Background: an optimization exercise with open tools, aiming at small area and a short achievable clock period. Do not read the settings as production practice. Only simulation tests tie the RTL to the original design; equivalence was not proved.

<file path="flow/run.sh">
#!/bin/bash
# Layout: the standard flow (standard.sh: unchanged synthesis and steps)
# with two changes: every input and output port is buffered by a
# sky130_fd_sc_hd__buf_1 instead of the default delay-buffer cell, and the
# pin placer keeps the 16 output pins fed by one chain of the burst shift
# register (one device bit over the 16 beats) together.  Runs in the standard flow's
# work folder.
set -euo pipefail
export BUFFER_PORTS_ARGS="-buffer_cell sky130_fd_sc_hd__buf_1"
export PLACE_PINS_ARGS="-group_pins {out_data[396] out_data[392] out_data[268] out_data[264] out_data[140] out_data[136] out_data[12] out_data[8] out_data[388] out_data[384] out_data[260] out_data[256] out_data[132] out_data[128] out_data[4] out_data[0]} -group_pins {out_data[397] out_data[393] out_data[269] out_data[265] out_data[141] out_data[137] out_data[13] out_data[9] out_data[389] out_data[385] out_data[261] out_data[257] out_data[133] out_data[129] out_data[5] out_data[1]} -group_pins {out_data[398] out_data[394] out_data[270] out_data[266] out_data[142] out_data[138] out_data[14] out_data[10] out_data[390] out_data[386] out_data[262] out_data[258] out_data[134] out_data[130] out_data[6] out_data[2]} -group_pins {out_data[399] out_data[395] out_data[271] out_data[267] out_data[143] out_data[139] out_data[15] out_data[11] out_data[391] out_data[387] out_data[263] out_data[259] out_data[135] out_data[131] out_data[7] out_data[3]} -group_pins {out_data[412] out_data[408] out_data[284] out_data[280] out_data[156] out_data[152] out_data[28] out_data[24] out_data[404] out_data[400] out_data[276] out_data[272] out_data[148] out_data[144] out_data[20] out_data[16]} -group_pins {out_data[413] out_data[409] out_data[285] out_data[281] out_data[157] out_data[153] out_data[29] out_data[25] out_data[405] out_data[401] out_data[277] out_data[273] out_data[149] out_data[145] out_data[21] out_data[17]} -group_pins {out_data[414] out_data[410] out_data[286] out_data[282] out_data[158] out_data[154] out_data[30] out_data[26] out_data[406] out_data[402] out_data[278] out_data[274] out_data[150] out_data[146] out_data[22] out_data[18]} -group_pins {out_data[415] out_data[411] out_data[287] out_data[283] out_data[159] out_data[155] out_data[31] out_data[27] out_data[407] out_data[403] out_data[279] out_data[275] out_data[151] out_data[147] out_data[23] out_data[19]} -group_pins {out_data[428] out_data[424] out_data[300] out_data[296] out_data[172] out_data[168] out_data[44] out_data[40] out_data[420] out_data[416] out_data[292] out_data[288] out_data[164] out_data[160] out_data[36] out_data[32]} -group_pins {out_data[429] out_data[425] out_data[301] out_data[297] out_data[173] out_data[169] out_data[45] out_data[41] out_data[421] out_data[417] out_data[293] out_data[289] out_data[165] out_data[161] out_data[37] out_data[33]} -group_pins {out_data[430] out_data[426] out_data[302] out_data[298] out_data[174] out_data[170] out_data[46] out_data[42] out_data[422] out_data[418] out_data[294] out_data[290] out_data[166] out_data[162] out_data[38] out_data[34]} -group_pins {out_data[431] out_data[427] out_data[303] out_data[299] out_data[175] out_data[171] out_data[47] out_data[43] out_data[423] out_data[419] out_data[295] out_data[291] out_data[167] out_data[163] out_data[39] out_data[35]} -group_pins {out_data[444] out_data[440] out_data[316] out_data[312] out_data[188] out_data[184] out_data[60] out_data[56] out_data[436] out_data[432] out_data[308] out_data[304] out_data[180] out_data[176] out_data[52] out_data[48]} -group_pins {out_data[445] out_data[441] out_data[317] out_data[313] out_data[189] out_data[185] out_data[61] out_data[57] out_data[437] out_data[433] out_data[309] out_data[305] out_data[181] out_data[177] out_data[53] out_data[49]} -group_pins {out_data[446] out_data[442] out_data[318] out_data[314] out_data[190] out_data[186] out_data[62] out_data[58] out_data[438] out_data[434] out_data[310] out_data[306] out_data[182] out_data[178] out_data[54] out_data[50]} -group_pins {out_data[447] out_data[443] out_data[319] out_data[315] out_data[191] out_data[187] out_data[63] out_data[59] out_data[439] out_data[435] out_data[311] out_data[307] out_data[183] out_data[179] out_data[55] out_data[51]} -group_pins {out_data[460] out_data[456] out_data[332] out_data[328] out_data[204] out_data[200] out_data[76] out_data[72] out_data[452] out_data[448] out_data[324] out_data[320] out_data[196] out_data[192] out_data[68] out_data[64]} -group_pins {out_data[461] out_data[457] out_data[333] out_data[329] out_data[205] out_data[201] out_data[77] out_data[73] out_data[453] out_data[449] out_data[325] out_data[321] out_data[197] out_data[193] out_data[69] out_data[65]} -group_pins {out_data[462] out_data[458] out_data[334] out_data[330] out_data[206] out_data[202] out_data[78] out_data[74] out_data[454] out_data[450] out_data[326] out_data[322] out_data[198] out_data[194] out_data[70] out_data[66]} -group_pins {out_data[463] out_data[459] out_data[335] out_data[331] out_data[207] out_data[203] out_data[79] out_data[75] out_data[455] out_data[451] out_data[327] out_data[323] out_data[199] out_data[195] out_data[71] out_data[67]} -group_pins {out_data[476] out_data[472] out_data[348] out_data[344] out_data[220] out_data[216] out_data[92] out_data[88] out_data[468] out_data[464] out_data[340] out_data[336] out_data[212] out_data[208] out_data[84] out_data[80]} -group_pins {out_data[477] out_data[473] out_data[349] out_data[345] out_data[221] out_data[217] out_data[93] out_data[89] out_data[469] out_data[465] out_data[341] out_data[337] out_data[213] out_data[209] out_data[85] out_data[81]} -group_pins {out_data[478] out_data[474] out_data[350] out_data[346] out_data[222] out_data[218] out_data[94] out_data[90] out_data[470] out_data[466] out_data[342] out_data[338] out_data[214] out_data[210] out_data[86] out_data[82]} -group_pins {out_data[479] out_data[475] out_data[351] out_data[347] out_data[223] out_data[219] out_data[95] out_data[91] out_data[471] out_data[467] out_data[343] out_data[339] out_data[215] out_data[211] out_data[87] out_data[83]} -group_pins {out_data[492] out_data[488] out_data[364] out_data[360] out_data[236] out_data[232] out_data[108] out_data[104] out_data[484] out_data[480] out_data[356] out_data[352] out_data[228] out_data[224] out_data[100] out_data[96]} -group_pins {out_data[493] out_data[489] out_data[365] out_data[361] out_data[237] out_data[233] out_data[109] out_data[105] out_data[485] out_data[481] out_data[357] out_data[353] out_data[229] out_data[225] out_data[101] out_data[97]} -group_pins {out_data[494] out_data[490] out_data[366] out_data[362] out_data[238] out_data[234] out_data[110] out_data[106] out_data[486] out_data[482] out_data[358] out_data[354] out_data[230] out_data[226] out_data[102] out_data[98]} -group_pins {out_data[495] out_data[491] out_data[367] out_data[363] out_data[239] out_data[235] out_data[111] out_data[107] out_data[487] out_data[483] out_data[359] out_data[355] out_data[231] out_data[227] out_data[103] out_data[99]} -group_pins {out_data[508] out_data[504] out_data[380] out_data[376] out_data[252] out_data[248] out_data[124] out_data[120] out_data[500] out_data[496] out_data[372] out_data[368] out_data[244] out_data[240] out_data[116] out_data[112]} -group_pins {out_data[509] out_data[505] out_data[381] out_data[377] out_data[253] out_data[249] out_data[125] out_data[121] out_data[501] out_data[497] out_data[373] out_data[369] out_data[245] out_data[241] out_data[117] out_data[113]} -group_pins {out_data[510] out_data[506] out_data[382] out_data[378] out_data[254] out_data[250] out_data[126] out_data[122] out_data[502] out_data[498] out_data[374] out_data[370] out_data[246] out_data[242] out_data[118] out_data[114]} -group_pins {out_data[511] out_data[507] out_data[383] out_data[379] out_data[255] out_data[251] out_data[127] out_data[123] out_data[503] out_data[499] out_data[375] out_data[371] out_data[247] out_data[243] out_data[119] out_data[115]}"
bash standard.sh > standard.log 2>&1
</file>
<file path="standard.sh">
#!/bin/bash
# synth_recipe.tcl (not shown) runs the flow's synth.tcl, then flattens the netlist and writes it again
# the make line also repeats each setting of config.mk as NAME=value (left out here)
make -C /OpenROAD-flow-scripts/flow DESIGN_CONFIG=/design/flow/config.mk WORK_HOME=/design/flow/orfs CLKGATE_MAP_FILE= SYNTH_SCRIPT=/design/flow/synth_recipe.tcl "${@:-finish}"
</file>
<file path="config.mk">
export PLATFORM = sky130hd
export DESIGN_NAME = rs_burst_dec
export DESIGN_NICKNAME = rs_burst_dec
export VERILOG_FILES = /design/flow/design.v
export SDC_FILE = /design/flow/constraint.sdc
export NUM_CORES = 4
export LEC_CHECK = 0
export ABC_AREA = 1
export CAP_MARGIN = 20
export CORE_MARGIN = 2
export CORE_UTILIZATION = 55
export CTS_BUF_LIST = sky130_fd_sc_hd__clkbuf_16
export CTS_CLUSTER_DIAMETER = 80
export CTS_CLUSTER_SIZE = 25
export PLACE_DENSITY = 0.65
export SLEW_MARGIN = 20
</file>
<file path="constraint.sdc">
create_clock -name core_clock -period 25.0 [get_ports {clk}]
set_input_delay 5.0000 -clock core_clock [delete_from_list [all_inputs] [get_ports {clk}]]
set_output_delay 5.0000 -clock core_clock [all_outputs]
set_load 0.01 [all_outputs]
</file>
<file path="design.v">
module rs_cmul (
    input  wire [7:0] a,
    input  wire [7:0] b,
    output wire [7:0] p
);
    function automatic [3:0] m16(input [3:0] x, input [3:0] y);
        reg [6:0] t;
        integer i;
        begin
            t = 7'd0;
            for (i = 0; i < 4; i = i + 1)
                if (y[i]) t = t ^ ({3'd0, x} << i);
            m16 = t[3:0] ^ {t[6:4], 1'b0} ^ {1'b0, t[6:4]};
        end
    endfunction
    wire [3:0] hh = m16(a[7:4], b[7:4]);
    wire [3:0] ll = m16(a[3:0], b[3:0]);
    wire [3:0] mm = m16(a[7:4] ^ a[3:0], b[7:4] ^ b[3:0]);
    assign p = {mm ^ ll, ll ^ m16(hh, 4'd9)};
endmodule
module rs_cinv (
    input  wire [7:0] a,
    output wire [7:0] y
);
    function automatic [3:0] m16(input [3:0] x, input [3:0] y);
        reg [6:0] t;
        integer i;
        begin
            t = 7'd0;
            for (i = 0; i < 4; i = i + 1)
                if (y[i]) t = t ^ ({3'd0, x} << i);
            m16 = t[3:0] ^ {t[6:4], 1'b0} ^ {1'b0, t[6:4]};
        end
    endfunction
    function automatic [3:0] inv16(input [3:0] x);
        case (x)
            4'd0: inv16 = 4'd0;
            4'd1: inv16 = 4'd1;
            4'd2: inv16 = 4'd9;
            4'd3: inv16 = 4'd14;
            4'd4: inv16 = 4'd13;
            4'd5: inv16 = 4'd11;
            4'd6: inv16 = 4'd7;
            4'd7: inv16 = 4'd6;
            4'd8: inv16 = 4'd15;
            4'd9: inv16 = 4'd2;
            4'd10: inv16 = 4'd12;
            4'd11: inv16 = 4'd5;
            4'd12: inv16 = 4'd10;
            4'd13: inv16 = 4'd4;
            4'd14: inv16 = 4'd3;
            4'd15: inv16 = 4'd8;
            default: inv16 = 4'd0;
        endcase
    endfunction
    wire [3:0] a1 = a[7:4];
    wire [3:0] a0 = a[3:0];
    wire [3:0] n  = m16(m16(a1, a1), 4'd9) ^ m16(a1, a0) ^ m16(a0, a0);
    wire [3:0] ni = inv16(n);
    assign y = {m16(a1, ni), m16(a0 ^ a1, ni)};
endmodule
module rs_cninv (
    input  wire [7:0] a,
    output wire [3:0] y
);
    function automatic [3:0] m16(input [3:0] x, input [3:0] y);
        reg [6:0] t;
        integer i;
        begin
            t = 7'd0;
            for (i = 0; i < 4; i = i + 1)
                if (y[i]) t = t ^ ({3'd0, x} << i);
            m16 = t[3:0] ^ {t[6:4], 1'b0} ^ {1'b0, t[6:4]};
        end
    endfunction
    function automatic [3:0] inv16(input [3:0] x);
        case (x)
            4'd0: inv16 = 4'd0;
            4'd1: inv16 = 4'd1;
            4'd2: inv16 = 4'd9;
            4'd3: inv16 = 4'd14;
            4'd4: inv16 = 4'd13;
            4'd5: inv16 = 4'd11;
            4'd6: inv16 = 4'd7;
            4'd7: inv16 = 4'd6;
            4'd8: inv16 = 4'd15;
            4'd9: inv16 = 4'd2;
            4'd10: inv16 = 4'd12;
            4'd11: inv16 = 4'd5;
            4'd12: inv16 = 4'd10;
            4'd13: inv16 = 4'd4;
            4'd14: inv16 = 4'd3;
            4'd15: inv16 = 4'd8;
            default: inv16 = 4'd0;
        endcase
    endfunction
    wire [3:0] a1 = a[7:4];
    wire [3:0] a0 = a[3:0];
    assign y = inv16(m16(m16(a1, a1), 4'd9) ^ m16(a1, a0) ^ m16(a0, a0));
endmodule
module rs_csmul (
    input  wire [3:0] s,
    input  wire [7:0] a,
    output wire [7:0] p
);
    function automatic [3:0] m16(input [3:0] x, input [3:0] y);
        reg [6:0] t;
        integer i;
        begin
            t = 7'd0;
            for (i = 0; i < 4; i = i + 1)
                if (y[i]) t = t ^ ({3'd0, x} << i);
            m16 = t[3:0] ^ {t[6:4], 1'b0} ^ {1'b0, t[6:4]};
        end
    endfunction
    assign p = {m16(s, a[7:4]), m16(s, a[3:0])};
endmodule
module rs_syndrome (
    input  wire [39:0] beat,
    input  wire        h,       
    input  wire        o,       
    output wire [31:0] t        
);
    function automatic [7:0] u1(input [39:0] a);
        begin
            u1[0] = a[1] ^ a[7] ^ a[8] ^ a[9] ^ a[13] ^ a[14] ^ a[15] ^ a[19] ^ a[21] ^ a[27] ^ a[37];
            u1[1] = a[0] ^ a[1] ^ a[4] ^ a[6] ^ a[7] ^ a[8] ^ a[10] ^ a[13] ^ a[14] ^ a[16] ^ a[17] ^ a[19] ^ a[20] ^ a[22] ^ a[23] ^ a[24] ^ a[26] ^ a[30] ^ a[36];
            u1[2] = a[5] ^ a[8] ^ a[11] ^ a[12] ^ a[13] ^ a[14] ^ a[16] ^ a[18] ^ a[19] ^ a[21] ^ a[22] ^ a[24] ^ a[27] ^ a[30] ^ a[33] ^ a[36] ^ a[39];
            u1[3] = a[2] ^ a[4] ^ a[5] ^ a[10] ^ a[11] ^ a[20] ^ a[21] ^ a[25] ^ a[26] ^ a[27] ^ a[29] ^ a[31] ^ a[32] ^ a[35] ^ a[38];
            u1[4] = a[9] ^ a[12] ^ a[13] ^ a[15] ^ a[18] ^ a[19] ^ a[20] ^ a[24] ^ a[25] ^ a[26] ^ a[29] ^ a[30] ^ a[31] ^ a[33] ^ a[35] ^ a[39];
            u1[5] = a[2] ^ a[8] ^ a[14] ^ a[16] ^ a[17] ^ a[21] ^ a[22] ^ a[23] ^ a[24] ^ a[25] ^ a[27] ^ a[30] ^ a[31] ^ a[33] ^ a[36] ^ a[39];
            u1[6] = a[2] ^ a[5] ^ a[8] ^ a[11] ^ a[13] ^ a[14] ^ a[19] ^ a[24] ^ a[28] ^ a[29] ^ a[30] ^ a[32] ^ a[34] ^ a[35] ^ a[38];
            u1[7] = a[1] ^ a[3] ^ a[4] ^ a[7] ^ a[10] ^ a[12] ^ a[16] ^ a[17] ^ a[18] ^ a[22] ^ a[23] ^ a[24] ^ a[30];
        end
    endfunction
    function automatic [7:0] so1(input [7:0] a);
        begin
            so1[0] = a[2] ^ a[3] ^ a[4];
            so1[1] = a[0] ^ a[2] ^ a[5];
            so1[2] = a[0] ^ a[1] ^ a[3] ^ a[6];
            so1[3] = a[1] ^ a[2] ^ a[7];
            so1[4] = a[3] ^ a[6];
            so1[5] = a[0] ^ a[3] ^ a[6] ^ a[7];
            so1[6] = a[1] ^ a[4] ^ a[7];
            so1[7] = a[2] ^ a[5];
        end
    endfunction
    function automatic [7:0] u2(input [39:0] a);
        begin
            u2[0] = a[2] ^ a[6] ^ a[7] ^ a[13] ^ a[14] ^ a[15] ^ a[16] ^ a[19] ^ a[20] ^ a[26] ^ a[27] ^ a[30] ^ a[36] ^ a[38];
            u2[1] = a[1] ^ a[2] ^ a[4] ^ a[5] ^ a[6] ^ a[7] ^ a[11] ^ a[13] ^ a[14] ^ a[16] ^ a[19] ^ a[21] ^ a[23] ^ a[24] ^ a[26] ^ a[27] ^ a[29] ^ a[31] ^ a[35] ^ a[37];
            u2[2] = a[0] ^ a[1] ^ a[4] ^ a[6] ^ a[8] ^ a[9] ^ a[11] ^ a[12] ^ a[14] ^ a[22] ^ a[25] ^ a[26] ^ a[27] ^ a[30] ^ a[31] ^ a[32] ^ a[35] ^ a[36] ^ a[37];
            u2[3] = a[4] ^ a[7] ^ a[8] ^ a[10] ^ a[11] ^ a[12] ^ a[15] ^ a[17] ^ a[21] ^ a[22] ^ a[28] ^ a[29] ^ a[30] ^ a[34] ^ a[39];
            u2[4] = a[1] ^ a[3] ^ a[6] ^ a[8] ^ a[9] ^ a[10] ^ a[12] ^ a[20] ^ a[25] ^ a[26] ^ a[28] ^ a[29] ^ a[32] ^ a[34] ^ a[35];
            u2[5] = a[1] ^ a[3] ^ a[5] ^ a[6] ^ a[8] ^ a[9] ^ a[11] ^ a[13] ^ a[14] ^ a[17] ^ a[19] ^ a[24] ^ a[27] ^ a[28] ^ a[30] ^ a[31] ^ a[32] ^ a[35] ^ a[37];
            u2[6] = a[2] ^ a[4] ^ a[8] ^ a[9] ^ a[12] ^ a[13] ^ a[15] ^ a[17] ^ a[22] ^ a[26] ^ a[27] ^ a[33] ^ a[34] ^ a[35] ^ a[36] ^ a[39];
            u2[7] = a[2] ^ a[4] ^ a[7] ^ a[11] ^ a[12] ^ a[16] ^ a[18] ^ a[19] ^ a[21] ^ a[24] ^ a[25] ^ a[31] ^ a[35];
        end
    endfunction
    function automatic [7:0] so2(input [7:0] a);
        begin
            so2[0] = a[0] ^ a[2] ^ a[7];
            so2[1] = a[1] ^ a[2] ^ a[3] ^ a[4] ^ a[7];
            so2[2] = a[0] ^ a[2] ^ a[3] ^ a[5];
            so2[3] = a[1] ^ a[3] ^ a[6];
            so2[4] = a[2] ^ a[4];
            so2[5] = a[2] ^ a[3] ^ a[5];
            so2[6] = a[0] ^ a[3] ^ a[6];
            so2[7] = a[1] ^ a[7];
        end
    endfunction
    function automatic [7:0] u3(input [39:0] a);
        begin
            u3[0] = a[4] ^ a[5] ^ a[6] ^ a[8] ^ a[11] ^ a[12] ^ a[15] ^ a[20] ^ a[22] ^ a[23] ^ a[27] ^ a[31] ^ a[36] ^ a[37] ^ a[39];
            u3[1] = a[2] ^ a[4] ^ a[5] ^ a[6] ^ a[8] ^ a[9] ^ a[10] ^ a[12] ^ a[14] ^ a[15] ^ a[18] ^ a[19] ^ a[20] ^ a[22] ^ a[23] ^ a[24] ^ a[26] ^ a[27] ^ a[28] ^ a[29] ^ a[31] ^ a[34] ^ a[38];
            u3[2] = a[1] ^ a[2] ^ a[5] ^ a[6] ^ a[7] ^ a[9] ^ a[10] ^ a[13] ^ a[14] ^ a[16] ^ a[18] ^ a[19] ^ a[21] ^ a[23] ^ a[25] ^ a[28] ^ a[30] ^ a[31] ^ a[34] ^ a[37] ^ a[38];
            u3[3] = a[0] ^ a[1] ^ a[5] ^ a[6] ^ a[8] ^ a[10] ^ a[12] ^ a[17] ^ a[18] ^ a[19] ^ a[21] ^ a[24] ^ a[25] ^ a[33] ^ a[35] ^ a[36];
            u3[4] = a[2] ^ a[5] ^ a[6] ^ a[8] ^ a[14] ^ a[16] ^ a[17] ^ a[21] ^ a[30] ^ a[31] ^ a[33] ^ a[34] ^ a[35] ^ a[36];
            u3[5] = a[1] ^ a[2] ^ a[3] ^ a[4] ^ a[5] ^ a[6] ^ a[14] ^ a[16] ^ a[18] ^ a[20] ^ a[22] ^ a[23] ^ a[28] ^ a[29] ^ a[34] ^ a[35] ^ a[38];
            u3[6] = a[1] ^ a[3] ^ a[5] ^ a[7] ^ a[9] ^ a[10] ^ a[15] ^ a[16] ^ a[19] ^ a[21] ^ a[22] ^ a[25] ^ a[31] ^ a[32] ^ a[33] ^ a[34] ^ a[37];
            u3[7] = a[2] ^ a[6] ^ a[8] ^ a[9] ^ a[11] ^ a[12] ^ a[15] ^ a[18] ^ a[19] ^ a[20] ^ a[21] ^ a[24] ^ a[27] ^ a[28] ^ a[29] ^ a[30] ^ a[34] ^ a[36];
        end
    endfunction
    function automatic [7:0] so3(input [7:0] a);
        begin
            so3[0] = a[0] ^ a[1] ^ a[4] ^ a[5] ^ a[6];
            so3[1] = a[2] ^ a[7];
            so3[2] = a[3] ^ a[4];
            so3[3] = a[0] ^ a[4] ^ a[5];
            so3[4] = a[0] ^ a[1];
            so3[5] = a[2];
            so3[6] = a[3];
            so3[7] = a[0];
        end
    endfunction
    function automatic [7:0] sh(input [7:0] a);
        begin
            sh[0] = a[1] ^ a[4] ^ a[5] ^ a[7];
            sh[1] = a[1] ^ a[2] ^ a[4] ^ a[6] ^ a[7];
            sh[2] = a[2] ^ a[3] ^ a[5] ^ a[7];
            sh[3] = a[0] ^ a[3] ^ a[4] ^ a[6];
            sh[4] = a[0] ^ a[2] ^ a[4] ^ a[5] ^ a[6];
            sh[5] = a[1] ^ a[2] ^ a[3] ^ a[7];
            sh[6] = a[0] ^ a[2] ^ a[3] ^ a[4];
            sh[7] = a[1] ^ a[3] ^ a[4] ^ a[5];
        end
    endfunction
    function automatic [7:0] c0l(input [3:0] a);
        begin
            c0l[0] = a[0];
            c0l[1] = 1'b0;
            c0l[2] = a[2];
            c0l[3] = a[1];
            c0l[4] = a[2];
            c0l[5] = a[2];
            c0l[6] = a[1] ^ a[3];
            c0l[7] = 1'b0;
        end
    endfunction
    function automatic [7:0] c0h(input [3:0] a);
        begin
            c0h[0] = 1'b0;
            c0h[1] = a[1] ^ a[3];
            c0h[2] = a[1];
            c0h[3] = a[0] ^ a[2] ^ a[3];
            c0h[4] = a[0] ^ a[1] ^ a[2] ^ a[3];
            c0h[5] = a[1] ^ a[2];
            c0h[6] = a[0] ^ a[1];
            c0h[7] = a[1];
        end
    endfunction
    wire [3:0] n0 = beat[3:0] ^ beat[7:4] ^ beat[11:8] ^ beat[15:12] ^ beat[19:16] ^
                    beat[23:20] ^ beat[27:24] ^ beat[31:28] ^ beat[35:32] ^ beat[39:36];
    assign t[7:0] = h ? c0h(n0) : c0l(n0);
    wire [7:0] u1v = u1(beat);
    wire [7:0] w1  = o ? so1(u1v) : u1v;
    assign t[15:8] = h ? sh(w1) : w1;
    wire [7:0] u2v = u2(beat);
    wire [7:0] w2  = o ? so2(u2v) : u2v;
    assign t[23:16] = h ? sh(w2) : w2;
    wire [7:0] u3v = u3(beat);
    wire [7:0] w3  = o ? so3(u3v) : u3v;
    assign t[31:24] = h ? sh(w3) : w3;
endmodule
module rs_cw_dec (
    input  wire        clk,
    input  wire        rst,        
    input  wire        in_valid,
    input  wire [1:0]  in_cw,
    input  wire [31:0] syn,        
    output reg         d_valid,    
    output reg  [1:0]  d_cw,
    output reg         d_fail,     
    output reg         d_two,      
    output reg         d_corr,     
    output reg  [9:0]  d_hit,      
    output reg         d_e1,       
    output reg  [3:0]  d_p1,
    output reg         d_e2,       
    output reg  [3:0]  d_p2,
    output reg  [7:0]  d_y1,       
    output reg  [7:0]  d_y2        
);
    function automatic [7:0] csq(input [7:0] a);
        begin
            csq[0] = a[0] ^ a[2] ^ a[4];
            csq[1] = a[2] ^ a[5] ^ a[7];
            csq[2] = a[1] ^ a[3] ^ a[7];
            csq[3] = a[3] ^ a[4] ^ a[6];
            csq[4] = a[4] ^ a[6];
            csq[5] = a[6];
            csq[6] = a[5] ^ a[7];
            csq[7] = a[7];
        end
    endfunction
    function automatic [7:0] mz(input [7:0] a);
        begin
            mz[0] = 1'b0;
            mz[1] = a[0] ^ a[1] ^ a[3] ^ a[6];
            mz[2] = a[0] ^ a[3] ^ a[4];
            mz[3] = a[1] ^ a[2] ^ a[4] ^ a[5];
            mz[4] = a[3] ^ a[4];
            mz[5] = a[4] ^ a[5];
            mz[6] = a[4];
            mz[7] = a[5] ^ a[6];
        end
    endfunction
    function automatic [7:0] fromc(input [7:0] a);
        begin
            fromc[0] = a[0];
            fromc[1] = a[2] ^ a[3] ^ a[4];
            fromc[2] = a[2] ^ a[7];
            fromc[3] = a[1] ^ a[2] ^ a[3] ^ a[5] ^ a[6];
            fromc[4] = a[1] ^ a[4] ^ a[5] ^ a[7];
            fromc[5] = a[7];
            fromc[6] = a[2] ^ a[5];
            fromc[7] = a[1] ^ a[7];
        end
    endfunction
    wire [7:0] s0 = syn[7:0];
    wire [7:0] s1 = syn[15:8];
    wire [7:0] s2 = syn[23:16];
    wire [7:0] s3 = syn[31:24];
    function automatic [7:0] conj(input [7:0] x);
        conj = {x[7:4], x[3:0] ^ x[7:4]};
    endfunction
    function automatic [3:0] sq16(input [3:0] x);    
        sq16 = {x[3], x[3] ^ x[1], x[2], x[2] ^ x[0]};
    endfunction
    wire [7:0] p02, p13, pk, bdet;
    rs_cmul u_p02 (.a(s0), .b(s2), .p(p02));
    rs_cmul u_p13 (.a(s1), .b(s3), .p(p13));
    rs_cmul u_pk  (.a(s0 ^ s1), .b(s2 ^ s3), .p(pk));
    wire [7:0] det = csq(s1) ^ p02;
    wire [7:0] bb  = csq(s2) ^ p13;
    wire [7:0] aa  = pk ^ p02 ^ p13;
    rs_cmul u_bd  (.a(bb), .b(det), .p(bdet));
    wire       two = (det != 8'h00);
    reg       v1, v2;
    reg [1:0] c1, c2;
    reg [7:0] a_den, a_num1, a_n2d, a_s0, a_s1;
    reg       a_two, a_zero, a_one_ok;
    always @(posedge clk) begin
        a_den    <= two ? det  : s0;
        a_num1   <= two ? aa   : s1;
        a_n2d    <= two ? bdet : 8'h00;
        a_s0     <= s0;
        a_s1     <= s1;
        a_two    <= two;
        a_zero   <= (syn == 32'h0);
        a_one_ok <= (s0 != 8'h00) && (aa == 8'h00);
        c1       <= in_cw;
    end
    reg  [7:0] b_l1, b_z, b_il1, b_s0, b_s1;
    wire [7:0] mx, my, mz_;
    rs_cmul u_mx (.a(v2 ? b_l1 : a_num1), .b(v2 ? b_z : conj(a_den)),        .p(mx));
    rs_cmul u_my (.a(v2 ? b_s0 : a_n2d),  .b(v2 ? b_z : csq(conj(a_num1))),  .p(my));
    rs_cmul u_mz (.a(v2 ? b_s1 : a_den),  .b(v2 ? b_il1 : conj(a_num1)),     .p(mz_));
    wire [3:0] nd, nn;       
    rs_cninv u_nd (.a(a_den),  .y(nd));
    rs_cninv u_nn (.a(a_num1), .y(nn));
    wire [7:0] l1, kk, il1;
    rs_csmul u_sl (.s(nd),           .a(mx),  .p(l1));
    rs_csmul u_sk (.s(sq16(nn)),      .a(my),  .p(kk));
    rs_csmul u_si (.s(nn),           .a(mz_), .p(il1));
    reg b_tr0, b_two, b_zero, b_one_ok;
    always @(posedge clk) begin
        b_l1     <= l1;
        b_z      <= mz(kk);
        b_tr0    <= !(kk[7]);
        b_il1    <= il1;
        b_s0     <= a_s0;
        b_s1     <= a_s1;
        b_two    <= a_two;
        b_zero   <= a_zero;
        b_one_ok <= a_one_ok;
        c2       <= c1;
    end
    wire [7:0] x1 = mx;
    wire [7:0] x2 = x1 ^ b_l1;
    wire [7:0] y2 = mz_ ^ my;
    wire [19:0] m1, m2;
    assign m1[0] = (x1 == 8'h02);
    assign m1[1] = (x1 == 8'h4c);
    assign m1[2] = (x1 == 8'h8a);
    assign m1[3] = (x1 == 8'h11);
    assign m1[4] = (x1 == 8'h67);
    assign m1[5] = (x1 == 8'h57);
    assign m1[6] = (x1 == 8'h94);
    assign m1[7] = (x1 == 8'ha2);
    assign m1[8] = (x1 == 8'ha6);
    assign m1[9] = (x1 == 8'h2d);
    assign m1[10] = (x1 == 8'h1a);
    assign m1[11] = (x1 == 8'h38);
    assign m1[12] = (x1 == 8'hf6);
    assign m1[13] = (x1 == 8'h58);
    assign m1[14] = (x1 == 8'h40);
    assign m1[15] = (x1 == 8'h34);
    assign m1[16] = (x1 == 8'h48);
    assign m1[17] = (x1 == 8'h01);
    assign m1[18] = (x1 == 8'h26);
    assign m1[19] = (x1 == 8'h45);
    assign m2[0] = (x2 == 8'h02);
    assign m2[1] = (x2 == 8'h4c);
    assign m2[2] = (x2 == 8'h8a);
    assign m2[3] = (x2 == 8'h11);
    assign m2[4] = (x2 == 8'h67);
    assign m2[5] = (x2 == 8'h57);
    assign m2[6] = (x2 == 8'h94);
    assign m2[7] = (x2 == 8'ha2);
    assign m2[8] = (x2 == 8'ha6);
    assign m2[9] = (x2 == 8'h2d);
    assign m2[10] = (x2 == 8'h1a);
    assign m2[11] = (x2 == 8'h38);
    assign m2[12] = (x2 == 8'hf6);
    assign m2[13] = (x2 == 8'h58);
    assign m2[14] = (x2 == 8'h40);
    assign m2[15] = (x2 == 8'h34);
    assign m2[16] = (x2 == 8'h48);
    assign m2[17] = (x2 == 8'h01);
    assign m2[18] = (x2 == 8'h26);
    assign m2[19] = (x2 == 8'h45);
    reg [3:0] p1, p2;
    reg [9:0] hit;
    integer i;
    always @* begin
        p1 = 4'd0;
        p2 = 4'd0;
        for (i = 0; i < 16; i = i + 1) begin
            if (m1[i]) p1 = p1 | i[3:0];
            if (m2[i]) p2 = p2 | i[3:0];
        end
        for (i = 0; i < 10; i = i + 1)
            hit[i] = m1[2*i] | m1[2*i+1] | m2[2*i] | m2[2*i+1];
    end
    always @(posedge clk) begin
        d_fail <= !b_zero && (b_two ? !(b_tr0 && (|m1) && (|m2)) : !(b_one_ok && (|m2)));
        d_two  <= b_two;
        d_corr <= !b_zero;
        d_hit  <= hit;
        d_e1   <= |m1[15:0];
        d_p1   <= p1;
        d_e2   <= |m2[15:0];
        d_p2   <= p2;
        d_y2   <= fromc(y2);
        d_y1   <= fromc(y2 ^ b_s0);
        d_cw   <= c2;
    end
    always @(posedge clk) begin
        if (rst) begin
            v1      <= 1'b0;
            v2      <= 1'b0;
            d_valid <= 1'b0;
        end else begin
            v1      <= in_valid;
            v2      <= v1;
            d_valid <= v2;
        end
    end
endmodule
module rs_burst_dec (
    input  wire         clk,
    input  wire         rst,
    input  wire         in_valid,
    input  wire [39:0]  in_beat,
    output reg          out_valid,
    output wire [511:0] out_data,
    output reg          out_ue,
    output reg  [2:0]   out_ce_count,
    output reg  [3:0]   out_dev
);
    reg         r_rst;         
    reg  [39:0] p0;
    reg         v0;
    reg  [3:0]  bc;            
    reg  [31:0] p1;
    reg         v1;
    reg  [31:0] p2;
    reg         v2;
    reg  [31:0] p3;
    reg         v3;
    reg  [31:0] p4;
    reg         v4;
    reg  [511:0] sr;           
    wire [511:0] fix;          
    always @(posedge clk) begin
        r_rst <= rst;
        p0    <= in_beat;
        v0    <= in_valid;
        if (r_rst)
            bc <= 4'd0;
        else if (v0)
            bc <= bc + 4'd1;
        p1 <= p0[31:0];
        v1 <= v0;
        p2 <= p1;
        v2 <= v1;
        p3 <= p2;
        v3 <= v2;
        p4 <= p3;
        v4 <= v3;
    end
    always @(posedge clk) begin
        if (v4)
            sr <= {sr[479:0], p4} ^ fix;
    end
    wire [31:0] t;
    rs_syndrome u_syn (.beat(p0), .h(bc[0]), .o(bc[3]), .t(t));
    reg [31:0] q0, q1, q2, q3;
    reg [31:0] s_syn;
    reg        s_valid;
    reg [1:0]  s_cw;
    wire       shift = bc[3] ? bc[0] : ~bc[0];
    always @(posedge clk) begin
        if (v0 && !bc[3])
            q0 <= bc[0] ? (q0 ^ t) : t;
        if (v0 && shift) begin
            q1 <= q0;
            q2 <= q1;
        end
        if (v0 && (shift || bc[3]))
            q3 <= (bc[3] && !bc[0]) ? (q3 ^ t) : q2;
        s_syn <= q3 ^ t;
        s_cw  <= bc[2:1];
        if (r_rst)
            s_valid <= 1'b0;
        else
            s_valid <= v0 && bc[3] && bc[0];
    end
    wire        d_valid, d_fail, d_two, d_corr, d_e1, d_e2;
    wire [1:0]  d_cw;
    wire [9:0]  d_hit;
    wire [3:0]  d_p1, d_p2;
    wire [7:0]  d_y1, d_y2;
    rs_cw_dec u_dec (
        .clk(clk), .rst(r_rst), .in_valid(s_valid), .in_cw(s_cw), .syn(s_syn),
        .d_valid(d_valid), .d_cw(d_cw), .d_fail(d_fail), .d_two(d_two),
        .d_corr(d_corr), .d_hit(d_hit), .d_e1(d_e1), .d_p1(d_p1),
        .d_e2(d_e2), .d_p2(d_p2), .d_y1(d_y1), .d_y2(d_y2)
    );
    reg [3:0] k_p1 [0:2];
    reg [3:0] k_p2 [0:2];
    reg [7:0] k_y1 [0:2];
    reg [7:0] k_y2 [0:2];
    reg [2:0] k_e1, k_e2;
    reg        a_fail, a_two;
    reg [9:0]  a_hit;
    reg [2:0]  a_n;
    wire       first  = (d_cw == 2'd0);
    wire       f_fail = d_fail | (!first & a_fail);
    wire       f_two  = d_two  | (!first & a_two);
    wire [9:0] f_hit  = d_hit  | (first ? 10'h0 : a_hit);
    wire [2:0] f_n    = (first ? 3'd0 : a_n) + {2'd0, d_corr};
    integer i;
    always @(posedge clk) begin
        if (d_valid) begin
            for (i = 0; i < 3; i = i + 1)
                if (d_cw == i) begin
                    k_p1[i] <= d_p1;
                    k_p2[i] <= d_p2;
                    k_y1[i] <= d_y1;
                    k_y2[i] <= d_y2;
                    k_e1[i] <= d_e1;
                    k_e2[i] <= d_e2;
                end
            a_fail <= f_fail;
            a_two  <= f_two;
            a_hit  <= f_hit;
            a_n    <= f_n;
        end
    end
    reg  [3:0] f_dev;
    reg        f_many;     
    reg        f_any;
    always @* begin
        f_dev  = 4'hF;
        f_many = 1'b0;
        f_any  = 1'b0;
        for (i = 0; i < 10; i = i + 1) begin
            if (f_hit[i]) begin
                f_many = f_many | f_any;
                f_any  = 1'b1;
                f_dev  = i[3:0];
            end
        end
    end
    wire f_ue  = f_fail | (f_two & f_many);
    wire last  = d_valid && (d_cw == 2'd3);
    wire apply = last && !f_ue;
    always @(posedge clk) begin
        out_ue       <= f_ue;
        out_ce_count <= f_ue ? 3'd0 : f_n;
        out_dev      <= (!f_ue && f_any && !f_many) ? f_dev : 4'hF;
        out_valid    <= last && !rst && !r_rst;
    end
    wire [3:0] w_p1 [0:3];
    wire [3:0] w_p2 [0:3];
    wire [7:0] w_y1 [0:3];
    wire [7:0] w_y2 [0:3];
    wire [3:0] w_e1, w_e2;
    genvar gc;
    generate
        for (gc = 0; gc < 3; gc = gc + 1) begin : g_k
            assign w_p1[gc] = k_p1[gc];
            assign w_p2[gc] = k_p2[gc];
            assign w_y1[gc] = k_y1[gc];
            assign w_y2[gc] = k_y2[gc];
        end
    endgenerate
    assign w_p1[3] = d_p1;
    assign w_p2[3] = d_p2;
    assign w_y1[3] = d_y1;
    assign w_y2[3] = d_y2;
    assign w_e1 = {d_e1, k_e1};
    assign w_e2 = {d_e2, k_e2};
    genvar gk, gd, gb;
    generate
        for (gk = 0; gk < 16; gk = gk + 1) begin : g_beat
            for (gd = 0; gd < 8; gd = gd + 1) begin : g_dev
                localparam integer J  = gk / 2;
                localparam integer H  = gk % 2;
                localparam integer CW = J % 4;
                localparam integer P  = 2 * gd + J / 4;
                wire h1 = apply && w_e1[CW] && (w_p1[CW] == P);
                wire h2 = apply && w_e2[CW] && (w_p2[CW] == P);
                for (gb = 0; gb < 4; gb = gb + 1) begin : g_bit
                    assign fix[32 * (15 - gk) + 4 * gd + gb] =
                        (h1 & w_y1[CW][4 * H + gb]) | (h2 & w_y2[CW][4 * H + gb]);
                    assign out_data[8 * (16 * CW + P) + 4 * H + gb] =
                        sr[32 * (15 - gk) + 4 * gd + gb];
                end
            end
        end
    endgenerate
endmodule
</file>
==> reports/metrics.yaml, run 1 <==
status: "timing/DRC/antenna clean"
yosys.area_share.xor_xnor_pct: 17.6
cts_buffer_depth: 3
layout-drive-gt1-share_pct: 3.63
clk_pin_slew_worst_paths_ns: 0.11
hold_depth: 0
relSlewSlack_pct: 13.1
min_path_type: "reg -> reg"
avgSynthCellArea_um2: 8.62
synth_top_family_by_area: "simple AND/OR/NAND/NOR gates"
gp_congestion: 1.07
fmax_mhz: 150
wire_per_inst_um: 25.8
num_rows: 122
multi_input_area_um2: 28400
path_delay_family: "flip-flops"
path_cells: "buf_1"
register_area_um2: 29100
rsz0062_at_grt: "false"
synth_area_leader_cell: "edfxtp_1"
grt_pass1_wl_um: 327000
synth_area_um2: 60900
path_buf_inv: 1
route.vias.total: 52800
clock_latency_ns: 0.74
worstSetupPathType: "reg -> out"
area_growth_pct: 8.49
setup-violations-final: 0
grt_max_degree: 171
crit_path_start_kind: "register"
layout_common_cells: "2128 x nand2_1, 869 x xor2_1, 733 x edfxtp_1, 654 x inv_1, 563 x buf_1"
die_h_um: 337
ys_seq_area_share_pct: 47.8
fillers: 9952
cts_tree: "yes"
io_pins: 564
routed_wl_um: 233000
drcViolationCount: 0
grt_pass1_vias: 47300
crit_cells: 1
tightest_slew_ns: 1.30
die_x_um: 337
final_util_pct: 60.0
postRouteAntennaNets: 0
setup_tns_ns: 0
fin_crit_sh_pct: 26.7
cts-root-buf: "clkbuf_16"
synth_compound_area_share_pct: 6.88
ys_warn_count: 10
dp.cells: 8962
gr-usage-all-layers_pct: 39.9
final_nets: 7596
synth_top_cell_area_share_pct: 36.1
synthSimpleGateAreaFrac_pct: 21.7
htree_levels: 2
yosys-top-cells-area: "edfxtp_1 36%, nand2_1 13%, xor2_1 12%"
syn_nets: 7130
ys_seq_elements: 1089
cts_hold_buf: 0
muxShareOfSynthArea_pct: 0
antenna_found_initial: 5
clock-sinks: 1089
coreArea_um2: 110000
cts_buffers: 55
avgViaCountPerCell: 5.83
final_hold_viol_count: 0
final_common_cell: "nand2_1"
finalCriticalPeriod_ns: 6.67
drt_pre_antenna_iters: 10
ctsResizeCount: 0
critPathRequiredTime_ns: 20.00
portBuffers: 563
dp_hpwl_um: 176000
r2r_cells: 18
fin_worst_skew_ns: 0.0661
ys_types: 54
cp_slowest_cell: "edfxtp_1"
grt_overflow: 0
syn_inst: 7067
layoutNonFillerInstCount: 9062
slowest_delay_ns: 0.56
finalMaxSlewViolations: 0
start_util_pct: 55.3
dieArea_um2: 113000
post_cts_buffers: 0
yosys.area_share.adder_pct: 0.411
crit_fanout: 2
maxCapViolCount: 0
crit_path_end_kind: "output pin"
cp.arrival_ns: 1.67
drt_iter0_drc: 7323
-- final cells by class --
type	instances	share of cell area, %
diodes	3	0.0114
clock buffers	55	2.08
clock inverters	40	0.553
inverters	664	3.77
multi-input cells	5122	43.0
flip-flops and latches	1089	44.1
well taps	1488	2.82
repair buffers	601	3.72
-- worst paths after layout --
kind                    startpoint               end  slack, ns
max reg2reg  u_dec.d_cw[1]$_DFF_P_  sr[57]$_DFFE_PP_      19.77
max               sr[13]$_DFFE_PP_     out_data[445]      18.33
min                     v2$_DFF_P_        v3$_DFF_P_       0.30
min reg2reg             v2$_DFF_P_        v3$_DFF_P_       0.30
-- Yosys cell counts, drive strengths merged --
cell type     n
a211oi        1
a21boi        2
a21o          4
a21oi        50
a31oi         4
and2         20
buf          90
clkbuf      102
clkinv        4
dfxtp       356
edfxtp      733
ha           20
inv         660
nand2      2183
nand2b        1
nand3       469
nand3b       24
nand4        36
nor2        413
nor3         18
nor3b         2
nor4          4
o211ai       10
o21ai       155
o21bai        4
o22ai       467
o31ai         1
or2          31
xnor2       320
xnor3         1
xor2        882
-- state kept, by name, summed over array words and instances (netlist names), 12 cells and up, named ones only --
signal / flops
p2: 32
p0: 40
q2: 32
q0: 31
k_y1: 24
p4: 32
k_y2: 24
k_p1: 12
q1: 32
k_p2: 12
s_syn: 32
sr: 512
p3: 32
p1: 32
q3: 32
-- cell families after synthesis --
logic type	after synthesis
AND/OR/NAND/NOR	3201
XOR/XNOR	1203
flip-flops	1089
buffers and inverters	856
AO/OA/AOI/OAI	698
adder cells (fa/ha/maj)	20
-- through the flow --
stage | worst slack, ns | instance area [um2] | hold slack [ns]
after floorplan | 12.57 | 60900 | 0.310
after global placement | 19.07 | 64300 | 0.310
after detailed placement | 19.07 | 64300 | 0.312
after CTS | 18.40 | 66000 | 0.293
after global routing | 18.36 | 66100 | 0.299
final | 18.33 | 66100 | 0.297
-- per-layer routing --
layer	up-vias	wire, um	GRT usage (%)
li1	24000	-	-
met1	24800	85500	49.2
met2	3258	103000	62.3
met3	823	26700	10.7
met4	6	18500	25.1
met5	-	45	0
==> inputs of run 2 (changes only) <==
--- a/config.mk
+++ b/config.mk
@@ -6,5 +6,4 @@
 export NUM_CORES = 4
 export LEC_CHECK = 0
-export ABC_AREA = 1
 export CAP_MARGIN = 20
 export CORE_MARGIN = 2
==> run 2 against run 1 <==
Against the previous run:
- routed wire length shrank 9.1%
- global-route usage shrank 2.0 points
- utilization grew 1.1 points
- setup slack gained 0.089 ns
- critical path depth is the same
- hold slack gained 0.016 ns
- final cell count shrank 25%
- critical endpoint is now out_data[412]
==> reports/metrics.yaml, run 2 <==
wl_met2_um: 92500
cts_buffers: 55
avgViaCountPerCell: 6.27
clk_pin_slew_worst_paths_ns: 0.10
ys_seq_elements: 1089
postRouteAntennaNets: 0
dp.cells: 6712
setup_tns_ns: 0
min_path_type: "reg -> reg"
wl_met1_um: 78400
path_buf_inv: 1
grt_pass1_wl_um: 292000
cts_hold_buf: 0
ys_types: 93
gp_congestion: 1.06
setup-violations-final: 0
reg2reg_from: "u_dec.d_cw[1]$_DFF_P_"
grt_max_degree: 161
regMostFlops: "sr"
synth_flop_cell: "edfxtp_1"
area_growth_pct: 10.6
fmax_mhz: 152
hp-start: "u_dec.a_s1[2]$_DFF_P_"
io_pins: 564
htree_levels: 2
cts_tree: "yes"
hold_end: "u_dec.b_s1[2]$_DFF_P_"
grt_pass1_vias: 39200
cp_slowest_cell: "edfxtp_1"
slowest_delay_ns: 0.49
ys_seq_area_share_pct: 50.3
dp_hpwl_um: 158000
layout-drive-gt1-share_pct: 9.27
fin_worst_skew_ns: 0.0674
critPathRequiredTime_ns: 20.00
grt_overflow: 0
post-synth-top-count-cell: "xnor2_1"
route.vias.total: 42800
r2r_cells: 12
antenna_found_initial: 7
cts_buffer_depth: 3
relSlewSlack_pct: 11.9
rsz0062_at_grt: "false"
synth_area_leader_cell: "edfxtp_1"
final_hold_viol_count: 0
crit_path_end_kind: "output pin"
fin_crit_sh_pct: 26.3
cp.arrival_ns: 1.59
crit_path_start_kind: "register"
finalMaxSlewViolations: 0
cts-root-buf: "clkbuf_16"
num_rows: 119
tightest_slew_ns: 1.32
fillers: 8705
ys_async_sr_fraction_pct: 0
top_layer: "met5"
maxCapViolCount: 0
final_nets: 5446
ctsResizeCount: 0
wire_per_inst_um: 31.1
drt_pre_antenna_iters: 10
clock_latency_ns: 0.74
multi_input_area_um2: 27800
synth_edf_count: 733
die_x_um: 329
largest_registers: "sr (512), p0 (40)"
gr-usage-all-layers_pct: 37.9
syn_inst: 4901
layoutNonFillerInstCount: 6823
die_h_um: 329
synthTopCellsByCount: "1140 x xnor2_1, 733 x edfxtp_1, 525 x a22oi_1"
start_util_pct: 55.2
finalCriticalPeriod_ns: 6.59
status: "timing/DRC/antenna clean"
avgSynthCellArea_um2: 11.8
drcViolationCount: 0
regToRegEndpoint: "sr[6]$_DFFE_PP_"
post_cts_buffers: 0
layout_common_cells: "1140 x xnor2_1, 733 x edfxtp_1, 563 x buf_1, 525 x a22oi_1, 353 x dfxtp_1"
worstSetupPathType: "reg -> out"
synth_top_cell_area_share_pct: 38.0
clock-sinks: 1089
largest_reg_flops: 512
crit_fanout: 2
met3_length_um: 26600
register_area_um2: 29100
path_cells: "buf_1"
syn_nets: 4964
coreArea_um2: 105000
path_delay_family: "flip-flops"
portBuffers: 563
rrSetupSlack_ns: 19.22
routed_wl_um: 212000
drt_iter0_drc: 6517
dieArea_um2: 108000
ys_warn_count: 10
synth_area_um2: 58000
final_common_cell: "xnor2_1"
yosys-top-cells-area: "edfxtp_1 38%, xnor2_1 17%, dfxtp_1 12%"
hold_depth: 0
run 2: cell count changes after synthesis, sizes merged, moves of 68 or more:
cell   previous run  this run
nand2          2183       295
xnor2           320      1181
xor2            882       241
inv             660        43
a22oi             0       526
o22ai           467        15
nand3           469        39
o21ai           155        67
nor2            413       334
nor3             18        95
mux2i             0        76
nor4              4        73
xnor3             1        69
run 2: routing by layer:
metal  vias up  GRT usage, %
met5         -         0.621
met4        12          21.7
met3       640          10.5
met2      2919          57.1
met1     20900          49.2
li1      18300             -
run 2: per-stage QoR:
stage                     hold slack, ns  setup WS [ns]  area, um2  utilization, %
after floorplan                    0.310          12.57      58000               -
after global placement             0.310          19.22      61900            59.0
after detailed placement           0.312          19.23      62100            59.1
after CTS                          0.316          18.45      63900            60.9
after global routing               0.327          18.44      64100            61.1
final                              0.313          18.41      64100            61.1
run 2: worst max-delay path by stage:
stage | endpoint | startpoint | depth (start not counted)
2_1_floorplan | sr[0]$_DFFE_PP_ | v4$_DFF_P_ | 0
3_3_place_gp | out_data[412] | sr[4]$_DFFE_PP_ | 1
3_5_place_dp | out_data[412] | sr[4]$_DFFE_PP_ | 1
4_1_cts | out_data[412] | sr[4]$_DFFE_PP_ | 1
5_1_grt | out_data[412] | sr[4]$_DFFE_PP_ | 1
6_report | out_data[412] | sr[4]$_DFFE_PP_ | 1
run 2: kinds of logic (layout without fill, tap and decap cells):
| logic type | Yosys count | count (layout) | synth area share, % |
|---|---|---|---|
| xor gates and xnor gates | 1502 | 1502 | 25.5 |
| other | 0 | 3 | 0 |
| and+or+nand+nor | 1004 | 1004 | 8.60 |
| buffers and inverters | 335 | 863 | 2.42 |
| muxes | 137 | 137 | 2.71 |
| AOI/OAI and AO/OA | 812 | 812 | 10.1 |
| DFF | 1089 | 1089 | 50.3 |
| adders and majority gates | 22 | 22 | 0.466 |
run 2: area by class of cell:
class,count,area share [%]
clock buffers,57,2.23
inverters,43,0.252
multi-input cells,3477,43.4
diodes,3,0.0117
clock inverters,46,0.631
repair buffers,717,5.28
well taps,1391,2.72
flip-flops and latches,1089,45.5
==> inputs of run 3 (changes only) <==
==> flow/run.sh (replaced) <==
#!/bin/bash
# Layout: the standard flow (standard.sh) with three changes:
#  - synthesis runs the standard flow's synthesis script unchanged, but with ORFS's
#    scripts taken from a copy in which abc_speed.script (flow/abc_speed.script
#    here) maps the logic in one pass and skips abc's buffering and gate
#    up/down-sizing, which only add area at this design's clock period;
#  - every input and output port is buffered by a sky130_fd_sc_hd__buf_1
#    instead of the default delay-buffer cell;
#  - the pin placer keeps the 16 output pins fed by one chain of the burst
#    shift register (one device bit over the 16 beats) together.
# Runs in the standard flow's work folder; each step's full log is in orfs/logs/, and
# make's own output in synth.log and standard.log.
set -euo pipefail
W=$(pwd)
rm -rf "$W/scripts_own"
cp -r "$FLOW_HOME/scripts" "$W/scripts_own"
cp "$W/flow/abc_speed.script" "$W/scripts_own/abc_speed.script"
export BUFFER_PORTS_ARGS="-buffer_cell sky130_fd_sc_hd__buf_1"
export PLACE_PINS_ARGS="-group_pins {out_data[396] out_data[392] out_data[268] out_data[264] out_data[140] out_data[136] out_data[12] out_data[8] out_data[388] out_data[384] out_data[260] out_data[256] out_data[132] out_data[128] out_data[4] out_data[0]} -group_pins {out_data[397] out_data[393] out_data[269] out_data[265] out_data[141] out_data[137] out_data[13] out_data[9] out_data[389] out_data[385] out_data[261] out_data[257] out_data[133] out_data[129] out_data[5] out_data[1]} -group_pins {out_data[398] out_data[394] out_data[270] out_data[266] out_data[142] out_data[138] out_data[14] out_data[10] out_data[390] out_data[386] out_data[262] out_data[258] out_data[134] out_data[130] out_data[6] out_data[2]} -group_pins {out_data[399] out_data[395] out_data[271] out_data[267] out_data[143] out_data[139] out_data[15] out_data[11] out_data[391] out_data[387] out_data[263] out_data[259] out_data[135] out_data[131] out_data[7] out_data[3]} -group_pins {out_data[412] out_data[408] out_data[284] out_data[280] out_data[156] out_data[152] out_data[28] out_data[24] out_data[404] out_data[400] out_data[276] out_data[272] out_data[148] out_data[144] out_data[20] out_data[16]} -group_pins {out_data[413] out_data[409] out_data[285] out_data[281] out_data[157] out_data[153] out_data[29] out_data[25] out_data[405] out_data[401] out_data[277] out_data[273] out_data[149] out_data[145] out_data[21] out_data[17]} -group_pins {out_data[414] out_data[410] out_data[286] out_data[282] out_data[158] out_data[154] out_data[30] out_data[26] out_data[406] out_data[402] out_data[278] out_data[274] out_data[150] out_data[146] out_data[22] out_data[18]} -group_pins {out_data[415] out_data[411] out_data[287] out_data[283] out_data[159] out_data[155] out_data[31] out_data[27] out_data[407] out_data[403] out_data[279] out_data[275] out_data[151] out_data[147] out_data[23] out_data[19]} -group_pins {out_data[428] out_data[424] out_data[300] out_data[296] out_data[172] out_data[168] out_data[44] out_data[40] out_data[420] out_data[416] out_data[292] out_data[288] out_data[164] out_data[160] out_data[36] out_data[32]} -group_pins {out_data[429] out_data[425] out_data[301] out_data[297] out_data[173] out_data[169] out_data[45] out_data[41] out_data[421] out_data[417] out_data[293] out_data[289] out_data[165] out_data[161] out_data[37] out_data[33]} -group_pins {out_data[430] out_data[426] out_data[302] out_data[298] out_data[174] out_data[170] out_data[46] out_data[42] out_data[422] out_data[418] out_data[294] out_data[290] out_data[166] out_data[162] out_data[38] out_data[34]} -group_pins {out_data[431] out_data[427] out_data[303] out_data[299] out_data[175] out_data[171] out_data[47] out_data[43] out_data[423] out_data[419] out_data[295] out_data[291] out_data[167] out_data[163] out_data[39] out_data[35]} -group_pins {out_data[444] out_data[440] out_data[316] out_data[312] out_data[188] out_data[184] out_data[60] out_data[56] out_data[436] out_data[432] out_data[308] out_data[304] out_data[180] out_data[176] out_data[52] out_data[48]} -group_pins {out_data[445] out_data[441] out_data[317] out_data[313] out_data[189] out_data[185] out_data[61] out_data[57] out_data[437] out_data[433] out_data[309] out_data[305] out_data[181] out_data[177] out_data[53] out_data[49]} -group_pins {out_data[446] out_data[442] out_data[318] out_data[314] out_data[190] out_data[186] out_data[62] out_data[58] out_data[438] out_data[434] out_data[310] out_data[306] out_data[182] out_data[178] out_data[54] out_data[50]} -group_pins {out_data[447] out_data[443] out_data[319] out_data[315] out_data[191] out_data[187] out_data[63] out_data[59] out_data[439] out_data[435] out_data[311] out_data[307] out_data[183] out_data[179] out_data[55] out_data[51]} -group_pins {out_data[460] out_data[456] out_data[332] out_data[328] out_data[204] out_data[200] out_data[76] out_data[72] out_data[452] out_data[448] out_data[324] out_data[320] out_data[196] out_data[192] out_data[68] out_data[64]} -group_pins {out_data[461] out_data[457] out_data[333] out_data[329] out_data[205] out_data[201] out_data[77] out_data[73] out_data[453] out_data[449] out_data[325] out_data[321] out_data[197] out_data[193] out_data[69] out_data[65]} -group_pins {out_data[462] out_data[458] out_data[334] out_data[330] out_data[206] out_data[202] out_data[78] out_data[74] out_data[454] out_data[450] out_data[326] out_data[322] out_data[198] out_data[194] out_data[70] out_data[66]} -group_pins {out_data[463] out_data[459] out_data[335] out_data[331] out_data[207] out_data[203] out_data[79] out_data[75] out_data[455] out_data[451] out_data[327] out_data[323] out_data[199] out_data[195] out_data[71] out_data[67]} -group_pins {out_data[476] out_data[472] out_data[348] out_data[344] out_data[220] out_data[216] out_data[92] out_data[88] out_data[468] out_data[464] out_data[340] out_data[336] out_data[212] out_data[208] out_data[84] out_data[80]} -group_pins {out_data[477] out_data[473] out_data[349] out_data[345] out_data[221] out_data[217] out_data[93] out_data[89] out_data[469] out_data[465] out_data[341] out_data[337] out_data[213] out_data[209] out_data[85] out_data[81]} -group_pins {out_data[478] out_data[474] out_data[350] out_data[346] out_data[222] out_data[218] out_data[94] out_data[90] out_data[470] out_data[466] out_data[342] out_data[338] out_data[214] out_data[210] out_data[86] out_data[82]} -group_pins {out_data[479] out_data[475] out_data[351] out_data[347] out_data[223] out_data[219] out_data[95] out_data[91] out_data[471] out_data[467] out_data[343] out_data[339] out_data[215] out_data[211] out_data[87] out_data[83]} -group_pins {out_data[492] out_data[488] out_data[364] out_data[360] out_data[236] out_data[232] out_data[108] out_data[104] out_data[484] out_data[480] out_data[356] out_data[352] out_data[228] out_data[224] out_data[100] out_data[96]} -group_pins {out_data[493] out_data[489] out_data[365] out_data[361] out_data[237] out_data[233] out_data[109] out_data[105] out_data[485] out_data[481] out_data[357] out_data[353] out_data[229] out_data[225] out_data[101] out_data[97]} -group_pins {out_data[494] out_data[490] out_data[366] out_data[362] out_data[238] out_data[234] out_data[110] out_data[106] out_data[486] out_data[482] out_data[358] out_data[354] out_data[230] out_data[226] out_data[102] out_data[98]} -group_pins {out_data[495] out_data[491] out_data[367] out_data[363] out_data[239] out_data[235] out_data[111] out_data[107] out_data[487] out_data[483] out_data[359] out_data[355] out_data[231] out_data[227] out_data[103] out_data[99]} -group_pins {out_data[508] out_data[504] out_data[380] out_data[376] out_data[252] out_data[248] out_data[124] out_data[120] out_data[500] out_data[496] out_data[372] out_data[368] out_data[244] out_data[240] out_data[116] out_data[112]} -group_pins {out_data[509] out_data[505] out_data[381] out_data[377] out_data[253] out_data[249] out_data[125] out_data[121] out_data[501] out_data[497] out_data[373] out_data[369] out_data[245] out_data[241] out_data[117] out_data[113]} -group_pins {out_data[510] out_data[506] out_data[382] out_data[378] out_data[254] out_data[250] out_data[126] out_data[122] out_data[502] out_data[498] out_data[374] out_data[370] out_data[246] out_data[242] out_data[118] out_data[114]} -group_pins {out_data[511] out_data[507] out_data[383] out_data[379] out_data[255] out_data[251] out_data[127] out_data[123] out_data[503] out_data[499] out_data[375] out_data[371] out_data[247] out_data[243] out_data[119] out_data[115]}"
bash standard.sh SCRIPTS_DIR="$W/scripts_own" synth > synth.log 2>&1
bash standard.sh > standard.log 2>&1
==> flow/abc_speed.script (new file) <==
&get -n
&st
&dch
&nf
&st
&syn2
&if -g -K 6
&synch2
&nf
&put
topo
stime -c
--- a/config.mk
+++ b/config.mk
@@ -8,8 +8,8 @@
 export CAP_MARGIN = 20
 export CORE_MARGIN = 2
-export CORE_UTILIZATION = 55
+export CORE_UTILIZATION = 65
 export CTS_BUF_LIST = sky130_fd_sc_hd__clkbuf_16
-export CTS_CLUSTER_DIAMETER = 80
-export CTS_CLUSTER_SIZE = 25
-export PLACE_DENSITY = 0.65
+export CTS_CLUSTER_DIAMETER = 90
+export CTS_CLUSTER_SIZE = 28
+export PLACE_DENSITY = 0.75
 export SLEW_MARGIN = 20
==> run 3 against run 2 <==
Against the previous run:
- utilization increased by 11 points
- clock skew increased by 0.0028 ns
- register-to-register slack hardly changed
- routed wire length down 6.7%
- via count decreased by 2.4%
- die area is 20% lower
- first-iteration DRC count increased by 5.2%
- fmax fell by 1.4%
- critical endpoint is now out_data[461]
- highest routed layer unchanged
==> reports/metrics.yaml, run 3 <==
ys_seq_elements: 1089
gp_congestion: 1.07
wire_per_inst_um: 31.7
ctsResizeCount: 0
num_rows: 106
postRouteAntennaNets: 0
setup_tns_ns: 0
maxCapViolCount: 0
rrSetupSlack_ns: 19.23
hold_depth: 0
gr-usage-all-layers_pct: 44.6
die_x_um: 294
clk_pin_slew_worst_paths_ns: 0.11
hp-start: "p2[15]$_DFF_P_"
tightest_slew_ns: 1.39
fillers: 5925
min_path_type: "reg -> reg"
grt_pass1_vias: 39200
grt_overflow: 0
dieArea_um2: 86400
crit_fanout: 2
coreArea_um2: 83400
layout-drive-gt1-share_pct: 3.02
htree_levels: 2
cts-root-buf: "clkbuf_16"
critPathRequiredTime_ns: 20.00
io_pins: 564
route.vias.total: 41700
cts_hold_buf: 0
finalCriticalPeriod_ns: 6.68
status: "timing/DRC/antenna clean"
hold_end: "p3[15]$_DFF_P_"
synth_edf_count: 733
crit_path_start_kind: "register"
layoutNonFillerInstCount: 6243
ys_seq_area_share_pct: 53.3
path_cells: "buf_1"
ys_warn_count: 10
clock-sinks: 1089
final_common_cell: "xnor2_1"
synth_area_leader_cell: "edfxtp_1"
dp.cells: 6140
finalMaxSlewViolations: 0
reg2reg_from: "u_dec.v2$_SDFF_PP0_"
syn_nets: 4495
regToRegEndpoint: "u_dec.d_fail$_DFF_P_"
cts_buffers: 50
grt_pass1_wl_um: 276000
r2r_cells: 13
drt_iter0_drc: 6855
start_util_pct: 65.5
cp_slowest_cell: "edfxtp_1"
setup_ws_ns: 18.32
path_delay_family: "flip-flops"
cp.arrival_ns: 1.68
avgSynthCellArea_um2: 12.3
routed_wl_um: 198000
die_h_um: 294
grt_max_degree: 82
clock_latency_ns: 0.70
avgViaCountPerCell: 6.69
area_growth_pct: 10.5
cts_buffer_depth: 3
ys_async_sr_fraction_pct: 0
crit_path_end_kind: "output pin"
largest_reg_flops: 512
final_hold_viol_count: 0
setup-violations-final: 0
rsz0062_at_grt: "false"
hold_slack_ns: 0.320
syn_inst: 4432
relSlewSlack_pct: 7.62
worstSetupPathType: "reg -> out"
fin_worst_skew_ns: 0.0702
synth_flop_cell: "edfxtp_1"
pre_cts_slack_ns: 19.29
portBuffers: 563
path_buf_inv: 1
drt_pre_antenna_iters: 22
layout_common_cells: "1187 x xnor2_1, 733 x edfxtp_1, 563 x buf_1, 514 x a22oi_1, 401 x nor2_1"
fmax_mhz: 150
dp_hpwl_um: 144000
post-synth-top-count-cell: "xnor2_1"
fin_crit_sh_pct: 26.7
synthTopCellsByCount: "1187 x xnor2_1, 733 x edfxtp_1, 514 x a22oi_1"
regMostFlops: "sr"
ys_types: 58
yosys-top-cells-area: "edfxtp_1 40%, xnor2_1 19%, dfxtp_1 13%"
final_nets: 5182
largest_registers: "sr (512), p0 (40)"
post_cts_buffers: 0
drcViolationCount: 0
slowest_delay_ns: 0.56
cts_tree: "yes"
synth_top_cell_area_share_pct: 40.3
antenna_found_initial: 5
synth_area_um2: 54700
## run 3: final cells by class
cell class	instances	area, um2	share of cell area, %
Clock buffer	51	1280	2.11
Clock inverter	43	330	0.547
Tap cell	1080	1350	2.24
Inverter	29	109	0.180
Antenna cell	2	5.00	0.00829
Timing Repair Buffer	635	2710	4.49
Multi-Input combinational cell	3314	25500	42.2
Sequential cell	1089	29100	48.3
## run 3: worst max path at each step
stage	start	endpoint	depth (start not counted)
floorplan	v4$_DFF_P_	sr[0]$_DFFE_PP_	0
global placement	sr[299]$_DFFE_PP_	out_data[419]	1
detailed placement	sr[299]$_DFFE_PP_	out_data[419]	1
CTS	sr[6]$_DFFE_PP_	out_data[414]	1
global route	sr[17]$_DFFE_PP_	out_data[461]	1
finish	sr[17]$_DFFE_PP_	out_data[461]	1
## run 3: cell families (layout without fill, tap and decap cells)
kind of cell | count (synthesis) | count (layout) | synth area share (%)
and+or+nand+nor | 946 | 946 | 7.75
other | 0 | 2 | 0
DFF | 1089 | 1089 | 53.3
buffers and inverters | 29 | 758 | 0.199
AOI/OAI and AO/OA | 713 | 713 | 9.37
muxes | 124 | 124 | 2.43
xor gates and xnor gates | 1508 | 1508 | 26.4
adders and majority gates | 23 | 23 | 0.513
## run 3: routing by layer
metal	global-route usage, %	share of wire, %
met2	65.4	42
met3	15.6	15
met1	57.1	35
met4	26.7	7.7
met5	0.510	0.077
## run 3: per-stage QoR
step           utilization (%)  area [um2]
6_report                  72.4       60400
3_5_place_dp              70.3       58700
5_1_grt                   72.4       60400
4_1_cts                   72.2       60300
2_1_floorplan                -       54700
3_3_place_gp              70.3       58700

-- port drivers added, routing unchanged --
Ports are ideal in the flow. The routed layouts listed here were re-timed in OpenROAD.
Step 1, drivers: a clkbuf_16 drives clk and a buf_2 each remaining input, both assumed.
Step 2 adds t to the input delays and takes it off the output delays; t is the mean of the earliest and latest rising clock arrival at the registers after step 1. Input paths then give back, and output paths get back, about the clock's delay inside the block.
Slacks: no drivers / after step 1 / after step 2; pairs: no drivers / after step 1.
run	t, ns	setup slack, ns	slew at the worst register clock pin (ns)	pins driven straight from the clock port
run 1	0.796	18.325 / 18.252 / 19.049	0.11 / 0.11	1
run 2	0.789	18.414 / 18.338 / 19.127	0.11 / 0.11	1
run 3	0.738	18.323 / 18.249 / 18.987	0.12 / 0.12	1
After both steps every run listed still meets setup and hold.
